This is an optimization exercise on Yosys and OpenROAD, whose aim is small area and a short achievable clock period, not a production implementation. No run shown here included a check of the RTL's function; only the layout flow was run.

==> flow/design.v (outline; a module is shown in full before it is edited, if it fits) <==
// module line_decoder: 1754 lines
// module ld_a211oi_1: 3 lines
// module ld_a21o_1: 3 lines
// module ld_a21oi_1: 3 lines
// module ld_a31oi_1: 3 lines
// module ld_a32oi_1: 3 lines
// module ld_and2_0: 3 lines
// module ld_and3_1: 3 lines
// module ld_and4_1: 3 lines
// module ld_inv_1: 3 lines
// module ld_nand2_1: 3 lines
// module ld_nand2b_1: 3 lines
// module ld_nand3_1: 3 lines
// module ld_nand3b_1: 3 lines
// module ld_nand4_1: 3 lines
// module ld_nor2_1: 3 lines
// module ld_nor2b_1: 3 lines
// module ld_nor3_1: 3 lines
// module ld_nor4_1: 3 lines
// module ld_o211ai_1: 3 lines
// module ld_o21ai_0: 3 lines
// module ld_o21bai_1: 3 lines
// module ld_o221ai_1: 3 lines
// module ld_o22ai_1: 3 lines
// module ld_o311ai_0: 3 lines
// module ld_o31ai_1: 3 lines
// module ld_or2_0: 3 lines
// module ld_xnor2_1: 3 lines
// module ld_xor2_1: 3 lines
module line_decoder (
    input  wire         clk,
    input  wire         rst,
    input  wire         in_valid,
    input  wire [144:0] in_code,
    output reg          out_valid,
    output reg  [127:0] out_data,
    output reg  [16:0]  out_check,
    output reg  [1:0]   out_status
);
  // ...
==> flow/flow/run.sh <==
#!/bin/bash
# Standard ORFS layout (the standard.sh), with the port buffers made from
# the smallest plain buffer instead of the default delay-buffer cell.
set -euo pipefail
bash standard.sh "BUFFER_PORTS_ARGS=-buffer_cell sky130_fd_sc_hd__buf_1" finish > standard.log 2>&1
==> flow/standard.sh <==
#!/bin/bash
# synth_recipe.tcl (not shown) runs the flow's synth.tcl, then flattens the netlist and writes it again
# the make line also repeats each setting of config.mk as NAME=value (left out here)
make -C /OpenROAD-flow-scripts/flow DESIGN_CONFIG=/design/flow/config.mk WORK_HOME=/design/flow/orfs CLKGATE_MAP_FILE= SYNTH_SCRIPT=/design/flow/synth_recipe.tcl "${@:-finish}"
==> flow/config.mk <==
export PLATFORM = sky130hd
export DESIGN_NAME = line_decoder
export DESIGN_NICKNAME = line_decoder
export VERILOG_FILES = /design/flow/design.v
export SDC_FILE = /design/flow/constraint.sdc
export NUM_CORES = 4
export LEC_CHECK = 0
export CAP_MARGIN = 40
export CORE_MARGIN = 2
export CORE_UTILIZATION = 40
export SLEW_MARGIN = 30
export SYNTH_HIERARCHICAL = 1
==> flow/constraint.sdc <==
create_clock -name core_clock -period 40.0 [get_ports {clk}]
set_input_delay 8.0000 -clock core_clock [delete_from_list [all_inputs] [get_ports {clk}]]
set_output_delay 8.0000 -clock core_clock [all_outputs]
set_load 0.01 [all_outputs]
==> results.json, run 1 <==
{
  "status": "complete, no violations",
  "routed_wl_mm": 74.0,
  "finalHoldViolCount": 0,
  "timing.hold.ws_ns": 0.357,
  "ys_seq_area_share_pct": 45.6,
  "avgSynthCellArea_sq_um": 10.1,
  "clk_pin_slew_worst_paths_ns": 0.06,
  "critPathMaxFanout": 1,
  "reg2reg_from": "r_code[10]",
  "drt-met1-wl_mm": 30.7,
  "synthSimpleGateAreaFrac_pct": 10.5,
  "max_freq_ghz": 0.110,
  "crit_buf_inv": 1,
  "drv_cap": 0,
  "cts_tree": "done",
  "synth_nets": 2169,
  "ys_async_sr_fraction_pct": 0,
  "drc": 0,
  "regToRegSetupSlack_ns": 31.26,
  "synth-compound-area-share_pct": 7.46,
  "worstPathArrival_ns": 1.12,
  "drive_above_1_share_pct": 7.06,
  "setup_tns_ns": 0,
  "path_class": "flop to output pin",
  "r2r-end": "m_e[5]",
  "endpoint": "out_data[79]",
  "final_common_cell": "xor2_1",
  "pin_count": 296,
  "clk_latency_ns": 0.61,
  "seq_area_sq_mm": 0.00927,
  "min_path_type": "flop to flop",
  "grt.busiest_layer": "met2",
  "dr.pass1.iters": 5,
  "post_cts_buffers": 0,
  "seq_area_share_pct": 37.9,
  "dpl_cell_area_sq_mm": 0.0227,
  "setup_viol": 0
}
==> run 2: changes to the inputs <==
--- a/flow/config.mk
+++ b/flow/config.mk
@@ -8,5 +8,8 @@
 export CAP_MARGIN = 40
 export CORE_MARGIN = 2
-export CORE_UTILIZATION = 40
+export CORE_UTILIZATION = 55
+export CTS_BUF_LIST = sky130_fd_sc_hd__clkbuf_16
+export CTS_CLUSTER_DIAMETER = 80
+export CTS_CLUSTER_SIZE = 24
 export SLEW_MARGIN = 30
 export SYNTH_HIERARCHICAL = 1
==> run 2 against run 1 <==
Effect of this change: critical path type unchanged; count of clock-buffer cells in the layout fell by 39; worst setup slack got worse by 0.00080 ns; register-to-register slack better by 0.22 ns; utilization rose by 15 points; still clean; fmax hardly changed; final cell count is 8.0% lower; first-iteration DRC count up 20%.
==> results.json, run 2 <==
{
  "status": "complete, no violations",
  "avgSynthCellArea_sq_um": 10.1,
  "period_needed_ns": 9.12,
  "synthTopCellsByCount": "xor2_1 (674), dfxtp_1 (463), nand2_1 (189)",
  "cts_buffers": 27,
  "worstPathArrival_ns": 1.12,
  "crit_slowest_cell": "dfxtp_1",
  "layout.nets": 2542,
  "reg_top3": "m_data: 145 flops, r_code: 145 flops, out_data: 128 flops",
  "drc": 0,
  "routed_wl_mm": 69.7,
  "setup_tns_ns": 0,
  "ys_seq_elements": 463,
  "first_iter_violations": 1946,
  "syn_to_final_growth_pct": 14.9,
  "dr.pass1.iters": 10,
  "drv_cap": 0,
  "fin_area_sq_mm": 0.0234,
  "ys_async_sr_fraction_pct": 0,
  "post-place-ws_ns": 31.54,
  "relSlewSlack_pct": 35.3,
  "cts_tree": "done",
  "clock_path_buffers": 3,
  "initial_core_util_pct": 55.7,
  "max_freq_ghz": 0.110,
  "timing.hold.ws_ns": 0.369,
  "dpl_cell_area_sq_mm": 0.0224,
  "end_kind": "output pin",
  "synth_most_common_cell": "xor2_1",
  "worstRegToRegCells": 29,
  "grt_pass1_wl_mm": 99.8,
  "critPathMaxStageDelay_ns": 0.35,
  "path_delay_family": "flip-flops",
  "clk_pin_slew_worst_paths_ns": 0.09,
  "critPathLaunchType": "flop",
  "pin_count": 296,
  "synth_nets": 2169,
  "met2WireLength_mm": 30.2,
  "worst_pin_slew_ns": 0.967,
  "clkSinkCount": 463,
  "wl_met3_mm": 7.42,
  "synthFlopType": "dfxtp_1",
  "drive_above_1_share_pct": 5.65,
  "antenna_cells": 0,
  "dp_hpwl_mm": 54.2,
  "post_cts_resize_count": 0,
  "dp.cells": 2823,
  "rsz0062_at_grt": "no",
  "holdBufCountCts": 0,
  "critPathMaxFanout": 1,
  "synth_area_leaders": "dfxtp_1 (46%), xor2_1 (29%), xnor2_1 (6.9%), o22ai_1 (4.5%), nand2_1 (3.5%)",
  "final.fill_count": 3114,
  "post_cts_buffers": 0,
  "holdPathStages": 0,
  "final_cell_count_no_fill": 2873,
  "die_width_um": 196,
  "min_path_type": "flop to flop",
  "final_cell_mix": "xor2_1 (670), dfxtp_1 (463), buf_1 (295), nand2_1 (189), nor2_1 (174)",
  "die-area_sq_mm": 0.0385,
  "worst-path-stages": 1,
  "die-height_um": 196,
  "cts_root_buf": "clkbuf_16",
  "path_class": "flop to output pin",
  "yosys_warnings": 7,
  "rows": 70,
  "viasPerCell": 5.63,
  "grt_max_degree": 67,
  "synth_top_area_share_pct": 45.6,
  "dr.max_layer_used": "met4",
  "drt-met1-wl_mm": 29.3,
  "grt_overflow_total": 0,
  "grt_pass1_vias": 15528,
  "setup_slack_ns": 30.88,
  "path_cells": "buf_1",
  "cp_data_required_time_ns": 32.00,
  "numPortBuffers": 295,
  "clk_latency_ns": 0.61,
  "finalHoldViolCount": 0,
  "antenna_found_initial": 0,
  "setup_viol": 0,
  "grt.total_usage_pct": 35.4,
  "crit_buf_inv": 1,
  "core_area_sq_mm": 0.0365,
  "postSynthCellCount": 2021,
  "wl_per_cell_um": 24.3,
  "finalCritPeriodShare_pct": 22.8,
  "htree_levels": 1,
  "slew_viol_final": 0,
  "synth-edff-count": 0,
  "yosysTopAreaCell": "dfxtp_1",
  "ant_nets": 0,
  "ys_seq_area_share_pct": 45.6,
  "syn-cell-area_sq_mm": 0.0203,
  "final_common_cell": "xor2_1",
  "vias": 16172,
  "synthDistinctLibCells": 30,
  "clock-skew-final_ns": 0.0327,
  "gp_congestion": 1.04
}
==> run 2: changes by cell type in the layout (fill, tap and decap cells not counted), sizes merged <==
cell	before	now
diode	1	0
buf	337	341
inv	30	33
bufinv	7	0
clkinv	11	7
clkinvlp	3	1
clkbuf	70	30
==> run 2: final timing paths <==
kind / startpoint / to / slack [ns]
setup reg to reg: r_code[24] / m_e[6] / 31.48
hold / removal: r_code[11] / m_data[11] / 0.37
setup / recovery: out_data[16] / out_data[16] / 30.88
hold reg to reg: r_code[11] / m_data[11] / 0.37
==> run 2: logic make-up (layout without fill, tap and decap cells) <==
group	count (synthesis)	in the layout	share of synthesized area, %
buffers and inverters	28	412	0.517
XOR/XNOR	835	835	36.0
AND/OR/NAND/NOR	478	478	10.5
AO/OA/AOI/OAI	217	217	7.46
flip-flops	463	463	45.6
==> run 2: layer usage <==
metal	vias to the layer above	track usage [%]
li1	7407	-
met1	7551	48.9
met2	1023	54.7
met3	191	7.74
met4	0	12.5
met5	-	0
==> run 2: through the flow <==
step,util (%)
after floorplan,-
final,64.0
after global routing,64.0
after detailed placement,61.3
after global placement,61.0
after CTS,63.7
==> run 2: final cells by class <==
cell class	count	area, sq um	share of cell area (%)
multi-input cells	1530	11000	47.1
flip-flops and latches	463	9270	39.7
repair buffers	344	1560	6.66
clock buffers	27	676	2.89
well taps	468	586	2.51
clock inverters	13	170	0.728
inverters	28	105	0.450
==> run 2: per-module statistics from Yosys, one instance, submodules excluded, a selection <==
| module | times used | flip-flops and latches | area, sq um |
|---|---|---|---|
| ld_a21oi_1 | 19 | 0 | 8.76 |
| ld_a31oi_1 | 6 | 0 | 6.26 |
| ld_a32oi_1 | 4 | 0 | 8.76 |
| ld_and4_1 | 1 | 0 | 8.76 |
| ld_nand2_1 | 189 | 0 | 3.75 |
| ld_nor2_1 | 174 | 0 | 3.75 |
| ld_o21bai_1 | 2 | 0 | 7.51 |
| ld_o221ai_1 | 2 | 0 | 15.0 |
| ld_o311ai_0 | 8 | 0 | 8.76 |
| ld_o31ai_1 | 4 | 0 | 12.5 |
| ld_or2_0 | 1 | 0 | 6.26 |
| line_decoder | 1 | 463 | 9290 |
==> run 3: changes to the inputs <==
--- a/flow/config.mk
+++ b/flow/config.mk
@@ -6,5 +6,5 @@
 export NUM_CORES = 4
 export LEC_CHECK = 0
-export CAP_MARGIN = 40
+export CAP_MARGIN = 20
 export CORE_MARGIN = 2
 export CORE_UTILIZATION = 55
@@ -12,4 +12,5 @@
 export CTS_CLUSTER_DIAMETER = 80
 export CTS_CLUSTER_SIZE = 24
-export SLEW_MARGIN = 30
+export GPL_TIMING_DRIVEN = 0
+export SLEW_MARGIN = 20
 export SYNTH_HIERARCHICAL = 1
==> run 3 against run 2 <==
Effect of this change: still clean on timing, DRC and antenna; first-iteration DRC count shrank 19%; worst setup slack got worse by 0.46 ns; global-route usage fell by 0.73 points; synthesized area did not move; final cell count is 1.3% lower; utilization is 0.42 points lower; flip-flop and latch count unchanged; cell area fell by 0.66%; critical path type is now flop to flop.
==> results.json, run 3 <==
{
  "pin_count": 296,
  "layout.nets": 2508,
  "rows": 70,
  "relSlewSlack_pct": 16.6,
  "grt_pass1_vias": 15287,
  "numPortBuffers": 295,
  "r2r-end": "m_e[6]",
  "htree_levels": 1,
  "status": "complete, no violations",
  "grt.total_usage_pct": 34.7,
  "ys_async_sr_fraction_pct": 0,
  "critPathMaxFanout": 11,
  "worstRegToRegCells": 29,
  "synthFlopType": "dfxtp_1",
  "path_common_cell": "xor2_1",
  "clock-skew-final_ns": 0.0127,
  "ys_seq_area_share_pct": 45.6,
  "worst_pin_slew_ns": 1.25,
  "regToRegSetupSlack_ns": 30.42,
  "setup_viol": 0,
  "vias": 16001,
  "critPathLaunchType": "flop",
  "first_iter_violations": 1579,
  "avgSynthCellArea_sq_um": 10.1,
  "postSynthCellCount": 2021,
  "dp.cells": 2799,
  "clk_pin_slew_worst_paths_ns": 0.09,
  "setup_slack_ns": 30.42,
  "ant_nets": 0,
  "finalHoldViolCount": 0,
  "cts_tree": "done",
  "reg2reg_from": "r_code[63]",
  "die-height_um": 196,
  "initial_core_util_pct": 55.7,
  "yosysTopAreaCell": "dfxtp_1",
  "die_width_um": 196,
  "setup_tns_ns": 0,
  "max_freq_ghz": 0.104,
  "critPathMaxStageDelay_ns": 0.68,
  "synth_area_leaders": "dfxtp_1 (46%), xor2_1 (29%), xnor2_1 (6.9%), o22ai_1 (4.5%), nand2_1 (3.5%)",
  "grt_pass1_wl_mm": 97.6,
  "final_common_cell": "xor2_1",
  "core_area_sq_mm": 0.0365,
  "final_cell_mix": "xor2_1 (661), dfxtp_1 (463), buf_1 (295), nand2_1 (189), nor2_1 (174)",
  "finalCritPeriodShare_pct": 23.9,
  "drive_above_1_share_pct": 4.90,
  "dr.pass1.iters": 10,
  "syn_to_final_growth_pct": 14.1,
  "cp_data_required_time_ns": 40.48,
  "grt_overflow_total": 0,
  "path_class": "flop to flop",
  "drc": 0,
  "holdPathStages": 0,
  "synth_most_common_cell": "xor2_1",
  "synth_top_area_share_pct": 45.6,
  "clkSinkCount": 463,
  "min_path_type": "flop to flop",
  "antenna_cells": 0,
  "yosys_warnings": 7,
  "syn-cell-area_sq_mm": 0.0203,
  "drv_cap": 0,
  "post-place-ws_ns": 30.76,
  "crit_slowest_cell": "dfxtp_1",
  "holdBufCountCts": 0,
  "post_cts_resize_count": 0,
  "synthDistinctLibCells": 30,
  "clk_latency_ns": 0.58,
  "clock_path_buffers": 3,
  "startpoint": "r_code[63]",
  "period_needed_ns": 9.58,
  "timing.hold.ws_ns": 0.354,
  "routed_wl_mm": 68.4,
  "hp-start": "r_code[82]",
  "viasPerCell": 5.64,
  "final_cell_count_no_fill": 2837,
  "final.fill_count": 3072,
  "end_kind": "flop",
  "die-area_sq_mm": 0.0385,
  "wl_per_cell_um": 24.1,
  "ys_seq_elements": 463,
  "gp_congestion": 1.00,
  "synthTopCellsByCount": "xor2_1 (674), dfxtp_1 (463), nand2_1 (189)",
  "endpoint": "m_e[6]",
  "cts_root_buf": "clkbuf_16",
  "reg_top3": "m_data: 145 flops, r_code: 145 flops, out_data: 128 flops",
  "antenna_found_initial": 1,
  "rsz0062_at_grt": "no",
  "synth-edff-count": 0,
  "slew_viol_final": 0,
  "worstPathArrival_ns": 10.05,
  "grt_max_degree": 25,
  "cts_buffers": 27,
  "dp_hpwl_mm": 52.4,
  "synth_nets": 2169,
  "post_cts_buffers": 0
}
run 3: final cells by class:
cell class	instances	area (sq um)	share of cell area (%)
multi-input cells	1530	11100	47.9
flip-flops and latches	463	9270	39.9
repair buffers	310	1310	5.65
clock buffers	27	676	2.91
well taps	468	586	2.52
clock inverters	11	148	0.636
inverters	28	105	0.453
run 3: critical path, delay by kind of cell (launching register included):
kind                      cells  cell delay (ns)
DFF                           1             0.68
buffers and inverters         1             0.22
xor gates and xnor gates     26             8.32
and+or+nand+nor               2             0.24
run 3: metrics by stage:
step | area, sq um | utilization (%)
2_1_floorplan | 20300 | -
3_3_place_gp | 22000 | 60.3
3_5_place_dp | 22400 | 61.3
4_1_cts | 23200 | 63.5
5_1_grt | 23200 | 63.5
6_report | 23200 | 63.5
run 3: metal layers:
metal	wire (um)	track usage [%]
met3	6740	7.39
met2	29700	53.9
met4	3130	13.7
met5	0	0
met1	28900	47.2
run 3: how the worst min path moves through the flow:
stage | end | slack (ns)
2_1_floorplan | m_data[0] | 0.35
3_3_place_gp | m_data[83] | 0.36
3_5_place_dp | m_data[34] | 0.35
4_1_cts | m_data[34] | 0.35
5_1_grt | m_data[82] | 0.36
6_report | m_data[82] | 0.35
run 3: Yosys stat by module, one instance, submodules excluded, excerpt:
module	cell area (sq um)	flops+latches	times used	cells inside
ld_o21ai_0	5.00	0	17	1
ld_a32oi_1	8.76	0	4	1
ld_nor3_1	10.0	0	3	1
line_decoder	9290	463	1	466
ld_and2_0	6.26	0	4	1
ld_o311ai_0	8.76	0	8	1
ld_a31oi_1	6.26	0	6	1
ld_xnor2_1	8.76	0	161	1
ld_or2_0	6.26	0	1	1
ld_and3_1	6.26	0	3	1
ld_nor2b_1	13.8	0	1	1
ld_nand4_1	6.26	0	66	1
run 3: cells by family after synthesis:
logic type / Yosys count / synth area share, %
compound gates: 217 / 7.46
xor+xnor: 835 / 36.0
buf+inv: 28 / 0.517
flops: 463 / 45.6
simple gates: 478 / 10.5
==> run 4: changes to the inputs <==
==> flow/config.mk (replaced) <==
export PLATFORM = sky130hd
export DESIGN_NAME = line_decoder
export DESIGN_NICKNAME = line_decoder
export VERILOG_FILES = /design/flow/design.v
export SDC_FILE = /design/flow/constraint.sdc
export NUM_CORES = 4
export LEC_CHECK = 0
export CAP_MARGIN = 40
export CORE_MARGIN = 2
export CORE_UTILIZATION = 60
export CTS_BUF_LIST = sky130_fd_sc_hd__clkbuf_16
export CTS_CLUSTER_DIAMETER = 50
export CTS_CLUSTER_SIZE = 30
export SLEW_MARGIN = 30
export SYNTH_HIERARCHICAL = 1
==> run 4 against run 3 <==
Effect of this change: still clean on timing, DRC and antenna; cell area is 3.1% higher; worst hold slack better by 0.013 ns; sequential share of layout area is 1.2 points lower; final cell count is 1.5% higher; count of clock-buffer cells in the layout is 11 higher; register-to-register slack better by 0.90 ns; global-route usage is 2.9 points higher; critical path depth is 28 lower; critical endpoint is now out_data[48].
==> results.json, run 4 <==
{
  "synthFlopType": "dfxtp_1",
  "antenna_cells": 0,
  "period_needed_ns": 9.07,
  "die_width_um": 188,
  "multiInputGateArea_sq_mm": 0.0110,
  "clkSinkCount": 463,
  "pin_count": 296,
  "die-area_sq_mm": 0.0354,
  "cts_root_buf": "clkbuf_16",
  "clock-skew-final_ns": 0.0245,
  "routed_wl_mm": 67.9,
  "path_class": "flop to output pin",
  "holdBufCountCts": 0,
  "path_cells": "buf_1",
  "synth_most_common_cell": "xor2_1",
  "dp.cells": 2801,
  "ys_async_sr_fraction_pct": 0,
  "hp-start": "r_code[54]",
  "initial_core_util_pct": 60.8,
  "status": "complete, no violations",
  "synth-edff-count": 0,
  "dp_hpwl_mm": 51.7,
  "synthDistinctLibCells": 30,
  "seq_area_sq_mm": 0.00927,
  "syn_to_final_growth_pct": 17.6,
  "vias": 16381,
  "numPortBuffers": 295,
  "critPathMaxStageDelay_ns": 0.34,
  "clk_latency_ns": 0.57,
  "rsz0062_at_grt": "no",
  "cts_buffers": 36,
  "reg_top3": "m_data: 145 flops, r_code: 145 flops, out_data: 128 flops",
  "min_path_type": "flop to flop",
  "syn-cell-area_sq_mm": 0.0203,
  "path_delay_family": "flip-flops",
  "drv_cap": 0,
  "slew_viol_final": 0,
  "gp_congestion": 1.04,
  "final_cell_mix": "xor2_1 (670), dfxtp_1 (463), buf_1 (295), nand2_1 (189), nor2_1 (174)",
  "drc": 0,
  "post_cts_resize_count": 0,
  "setup_viol": 0,
  "grt_pass1_wl_mm": 98.4,
  "dpl_cell_area_sq_mm": 0.0224,
  "die-height_um": 188,
  "ys_seq_elements": 463,
  "avgSynthCellArea_sq_um": 10.1,
  "grt_overflow_total": 0,
  "setup_tns_ns": 0,
  "critPathMaxFanout": 1,
  "relSlewSlack_pct": 36.3,
  "ys_seq_area_share_pct": 45.6,
  "ant_nets": 0,
  "end_kind": "output pin",
  "synth_top_area_share_pct": 45.6,
  "cp_data_required_time_ns": 32.00,
  "postSynthCellCount": 2021,
  "reg2reg_from": "r_code[89]",
  "crit_buf_inv": 1,
  "first_iter_violations": 2333,
  "finalCritPeriodShare_pct": 22.7,
  "clock_path_buffers": 3,
  "dr.pass1.iters": 9,
  "yosys_warnings": 7,
  "antenna_found_initial": 1,
  "clk_pin_slew_worst_paths_ns": 0.10,
  "viasPerCell": 5.69,
  "cts_tree": "done",
  "crit_slowest_cell": "dfxtp_1",
  "grt_pass1_vias": 15877,
  "worst_pin_slew_ns": 0.952,
  "grt.total_usage_pct": 37.6,
  "htree_levels": 2,
  "finalHoldViolCount": 0,
  "critPathLaunchType": "flop",
  "worstPathArrival_ns": 1.07,
  "core_area_sq_mm": 0.0334,
  "drive_above_1_share_pct": 6.71,
  "yosysTopAreaCell": "dfxtp_1",
  "synth_area_leaders": "dfxtp_1 (46%), xor2_1 (29%), xnor2_1 (6.9%), o22ai_1 (4.5%), nand2_1 (3.5%)",
  "fin_area_sq_mm": 0.0239,
  "post_cts_buffers": 0,
  "rows": 67,
  "synth_nets": 2169,
  "final_cell_count_no_fill": 2879,
  "wl_per_cell_um": 23.6,
  "final.fill_count": 2538,
  "grt_max_degree": 53,
  "layout.nets": 2551,
  "startpoint": "out_data[48]",
  "max_freq_ghz": 0.110,
  "final_common_cell": "xor2_1",
  "synthTopCellsByCount": "xor2_1 (674), dfxtp_1 (463), nand2_1 (189)"
}
==> run 4: cell counts after synthesis <==
No cell type changed its count.
==> run 4: per-module statistics from Yosys, one instance, submodules excluded, excerpt <==
| module | flops+latches | area [sq um] | cells inside | copies in the design |
|---|---|---|---|---|
| line_decoder | 463 | 9290 | 466 | 1 |
| ld_o221ai_1 | 0 | 15.0 | 1 | 2 |
| ld_nor2b_1 | 0 | 13.8 | 1 | 1 |
| ld_nor4_1 | 0 | 12.5 | 1 | 6 |
| ld_o311ai_0 | 0 | 8.76 | 1 | 8 |
| ld_and4_1 | 0 | 8.76 | 1 | 1 |
| ld_xnor2_1 | 0 | 8.76 | 1 | 161 |
| ld_or2_0 | 0 | 6.26 | 1 | 1 |
| ld_a31oi_1 | 0 | 6.26 | 1 | 6 |
| ld_and3_1 | 0 | 6.26 | 1 | 3 |
| ld_nand3_1 | 0 | 5.00 | 1 | 8 |
| ld_inv_1 | 0 | 3.75 | 1 | 28 |
==> run 4: path summary, 6_finish.rpt <==
| check | endpoint | slack (ns) | depth (start not counted) |
|---|---|---|---|
| worst min-delay path | m_data[54] | 0.37 | 0 |
| worst min register to register | m_data[54] | 0.37 | 0 |
| worst max-delay path | out_data[48] | 30.93 | 1 |
| worst max register to register | m_e[6] | 31.32 | 29 |
==> run 4: through the flow <==
step | hold WS [ns] | util (%) | worst slack [ns]
after floorplan | 0.349 | - | 29.31
after global placement | 0.353 | 66.5 | 31.54
after detailed placement | 0.356 | 66.9 | 31.51
after CTS | 0.367 | 71.1 | 30.91
after global routing | 0.373 | 71.5 | 30.72
final | 0.367 | 71.5 | 30.93
==> run 4: layout make-up <==
type / count / share of cell area [%]
clock buffers: 38 / 3.98
clock inverters: 28 / 1.88
inverters: 28 / 0.439
multi-input cells: 1530 / 46.0
flip-flops and latches: 463 / 38.8
well taps: 448 / 2.34
repair buffers: 344 / 6.58
==> run 4: cell families (layout without fill, tap and decap cells) <==
| group | count (synthesis) | after routing | synth area share (%) |
|---|---|---|---|
| AO/OA/AOI/OAI | 217 | 217 | 7.46 |
| XOR/XNOR | 835 | 835 | 36.0 |
| buffers and inverters | 28 | 438 | 0.517 |
| flip-flops | 463 | 463 | 45.6 |
| AND/OR/NAND/NOR | 478 | 478 | 10.5 |
==> run 4: metal layers <==
layer | wire [um] | track usage [%] | share of wire, % | vias to the layer above
met5 | 0 | 0.412 | 0 | -
met4 | 3500 | 16.4 | 5.1 | 0
met3 | 7400 | 9.40 | 11 | 241
met2 | 29300 | 58.1 | 43 | 1069
met1 | 27700 | 50.0 | 41 | 7604
li1 | - | - | - | 7467
==> run 4: worst reg2reg max path, delay by kind of cell, from the launching register on <==
family        cells  cell delay (ns)
xor+xnor         26             7.71
buf+inv           1             0.25
flops             1             0.44
simple gates      2             0.24

separate check: timing with driven ports:
Ports are ideal in the flow. The routed layouts listed here were re-timed in OpenROAD. Step 1 sets driving cells, clkbuf_16 on the clock port and buf_2 on the other inputs (assumed; they add their load-dependent delay and slew). Step 2 adds t to the input delays and takes it off the output delays; t is the mean of the earliest and latest rising clock arrival at the registers after step 1. Input paths then give back, and output paths get back, about the clock's delay inside the block. Slacks: ideal / step 1 / step 2; pairs: ideal / step 1.
| run | t (ns) | slack for setup (ns) | worst hold slack (ns) | worst setup path at the end | worst register clock-pin slew, ns |
|---|---|---|---|---|---|
| run 1 | 0.644 | 30.884 / 30.828 / 31.260 | 0.357 / 0.357 / 0.357 | register to register | 0.07 / 0.07 |
| run 2 | 0.653 | 30.884 / 30.828 / 31.479 | 0.369 / 0.369 / 0.369 | register to register | 0.09 / 0.09 |
| run 3 | 0.631 | 30.421 / 30.421 / 30.421 | 0.354 / 0.354 / 0.354 | register to register | 0.09 / 0.09 |
| run 4 | 0.608 | 30.934 / 30.880 / 31.319 | 0.367 / 0.367 / 0.367 | register to register | 0.10 / 0.10 |
After both steps setup and hold are still met in every run listed.
